From an optimization exercise on the open Yosys and OpenROAD flow, aimed at small area and a short achievable clock period; shortcuts taken in it are not production practice.
Only simulation tests tie the RTL to the original design; equivalence was not proved.

main:
==> module scr_pick, before the edit <==
module scr_pick (
    input      [11:0] g,
    input      [95:0] curve,
    output     [11:0] pa,
    output     [11:0] pb,
    output     [11:0] s,
    output            dec,
    output            m0
);
    wire [2:0]  g3 = g[11:9];
    wire        lt;
    scr_lt u_lt (.g(g), .lt(lt));
    integer i;
    assign      dec = lt | (&g);                   
    reg  [3:0]  ea0, ea1, ob0, ob1;                
    always @(*) begin
        case (g3)
            3'd0:    begin ea0 = 4'b0001; ea1 = 4'b0001; ob0 = 4'b0001; ob1 = 4'b0001; end
            3'd1:    begin ea0 = 4'b0010; ea1 = 4'b0001; ob0 = 4'b0001; ob1 = 4'b0001; end
            3'd2:    begin ea0 = 4'b0010; ea1 = 4'b0010; ob0 = 4'b0010; ob1 = 4'b0001; end
            3'd3:    begin ea0 = 4'b0100; ea1 = 4'b0010; ob0 = 4'b0010; ob1 = 4'b0010; end
            3'd4:    begin ea0 = 4'b0100; ea1 = 4'b0100; ob0 = 4'b0100; ob1 = 4'b0010; end
            3'd5:    begin ea0 = 4'b1000; ea1 = 4'b0100; ob0 = 4'b0100; ob1 = 4'b0100; end
            3'd6:    begin ea0 = 4'b1000; ea1 = 4'b1000; ob0 = 4'b1000; ob1 = 4'b0100; end
            default: begin ea0 = 4'b1000; ea1 = 4'b1000; ob0 = 4'b1000; ob1 = 4'b1000; end
        endcase
    end
    wire [3:0]  ea = lt ? ea1 : ea0;
    wire [3:0]  ob = lt ? ob1 : ob0;
    scr_sel4 u_sela (.sel(ea), .p0(curve[11:0]),  .p1(curve[35:24]), .p2(curve[59:48]), .p3(curve[83:72]), .y(pa));
    scr_sel4 u_selb (.sel(ob), .p0(curve[23:12]), .p1(curve[47:36]), .p2(curve[71:60]), .p3(curve[95:84]), .y(pb));
    scr_rot u_rot (.g(g), .s(s));
    assign m0 = g[9] ^ dec;
endmodule
Settings: LEC_CHECK=0, ABC_CLOCK_PERIOD_IN_PS=40000, CAP_MARGIN=20, CORE_MARGIN=2, CORE_UTILIZATION=40, CTS_BUF_LIST=sky130_fd_sc_hd__clkbuf_8, GPL_TIMING_DRIVEN=0, PLACE_DENSITY=0.6, SLEW_MARGIN=20, SYNTH_HIERARCHICAL=1, SYNTH_MINIMUM_KEEP_SIZE=0; clock period 70.0 ns.
standard.sh (not shown) runs the stock make flow with config.mk's settings and CLKGATE_MAP_FILE= SYNTH_SCRIPT=/design/flow/synth_recipe.tcl, a recipe that flattens the netlist after the stock synthesis.
==> flow/flow/run.sh <==
#!/bin/bash
# The standard layout (standard.sh), with each port buffered by a
# sky130_fd_sc_hd__buf_1 instead of the cell buffer_ports picks by default.
# make's full output goes to standard.log; ORFS writes each step's log under
# orfs/logs/.
set -euo pipefail
export BUFFER_PORTS_ARGS="-buffer_cell sky130_fd_sc_hd__buf_1"
bash standard.sh > standard.log 2>&1
main closes out successfully: all stages finished, all timing, DRC and antenna checks passed.
Relative to main, the following input files were edited for the feature branch:
--- a/flow/design.v
+++ b/flow/design.v
@@ -560,19 +560,10 @@
     integer i;
     assign      dec = lt | (&g);                   
-    reg  [3:0]  ea0, ea1, ob0, ob1;                
-    always @(*) begin
-        case (g3)
-            3'd0:    begin ea0 = 4'b0001; ea1 = 4'b0001; ob0 = 4'b0001; ob1 = 4'b0001; end
-            3'd1:    begin ea0 = 4'b0010; ea1 = 4'b0001; ob0 = 4'b0001; ob1 = 4'b0001; end
-            3'd2:    begin ea0 = 4'b0010; ea1 = 4'b0010; ob0 = 4'b0010; ob1 = 4'b0001; end
-            3'd3:    begin ea0 = 4'b0100; ea1 = 4'b0010; ob0 = 4'b0010; ob1 = 4'b0010; end
-            3'd4:    begin ea0 = 4'b0100; ea1 = 4'b0100; ob0 = 4'b0100; ob1 = 4'b0010; end
-            3'd5:    begin ea0 = 4'b1000; ea1 = 4'b0100; ob0 = 4'b0100; ob1 = 4'b0100; end
-            3'd6:    begin ea0 = 4'b1000; ea1 = 4'b1000; ob0 = 4'b1000; ob1 = 4'b0100; end
-            default: begin ea0 = 4'b1000; ea1 = 4'b1000; ob0 = 4'b1000; ob1 = 4'b1000; end
-        endcase
-    end
-    wire [3:0]  ea = lt ? ea1 : ea0;
-    wire [3:0]  ob = lt ? ob1 : ob0;
+    wire [3:0]  hh = 4'b0001 << g[11:10];          
+    wire        pa1 = g[9] & ~(g[11] & g[10]);     
+    wire [3:0]  hd = {hh[2:0], 1'b0};              
+    wire [3:0]  hu = {1'b0, hh[3:1]};              
+    wire [3:0]  ea = lt ? hh : (pa1 ? hd : hh);
+    wire [3:0]  ob = lt ? (g[9] ? hh : hu) : hh;
     scr_sel4 u_sela (.sel(ea), .p0(curve[11:0]),  .p1(curve[35:24]), .p2(curve[59:48]), .p3(curve[83:72]), .y(pa));
     scr_sel4 u_selb (.sel(ob), .p0(curve[23:12]), .p1(curve[47:36]), .p2(curve[71:60]), .p3(curve[95:84]), .y(pb));
### Flow results
- Compared with main, in the feature branch final cell count held, design area went down about 1.5%.
- The feature branch against main: sequential share of layout area saw an increase, timing-limited maximum frequency saw a decrease, met3 usage in global routing saw an increase, ratio of final minimum period to clock period saw little to no change.
- Adder and majority cell fraction of the synthesized area up 1.6 points in the feature branch wrt main
- main → the feature branch: overall global routing resource usage was more or less identical; worst relative slew slack grew by 4.4 points.

==> re-timing with driven ports <==
How much do the figures lean on ideal ports? The routed layouts below were timed once more, with nothing changed but the port constraints. Step 1 (the two cells are an assumption about what drives the block):
set clk [get_ports {clk}]
set_driving_cell -lib_cell sky130_fd_sc_hd__clkbuf_16 $clk
set_driving_cell -lib_cell sky130_fd_sc_hd__buf_2 [delete_from_list [all_inputs] $clk]
Step 2 times the ports against the registers' clock, not the clock port: input delays grow and output delays shrink by t, the midpoint of the rising clock arrivals with the driver on. a / b / c = ideal ports / drivers / drivers and shift; a / b = the first two.
| run | t (ns) | slack for setup (ns) | latest minus earliest clock arrival (ns) | worst data-port slew with drivers (ns) |
|---|---|---|---|---|
| main | 0.499 | 53.976 / 54.001 / 53.502 | 0.016 / 0.016 | 0.06 |
| the feature branch | 0.494 | 53.923 / 53.945 / 53.451 | 0.022 / 0.022 | 0.09 |
After both steps every run listed still meets setup and hold. The setup slack of main, which loses most, moves by +0.025 ns with the drivers and by -0.474 ns with both steps.
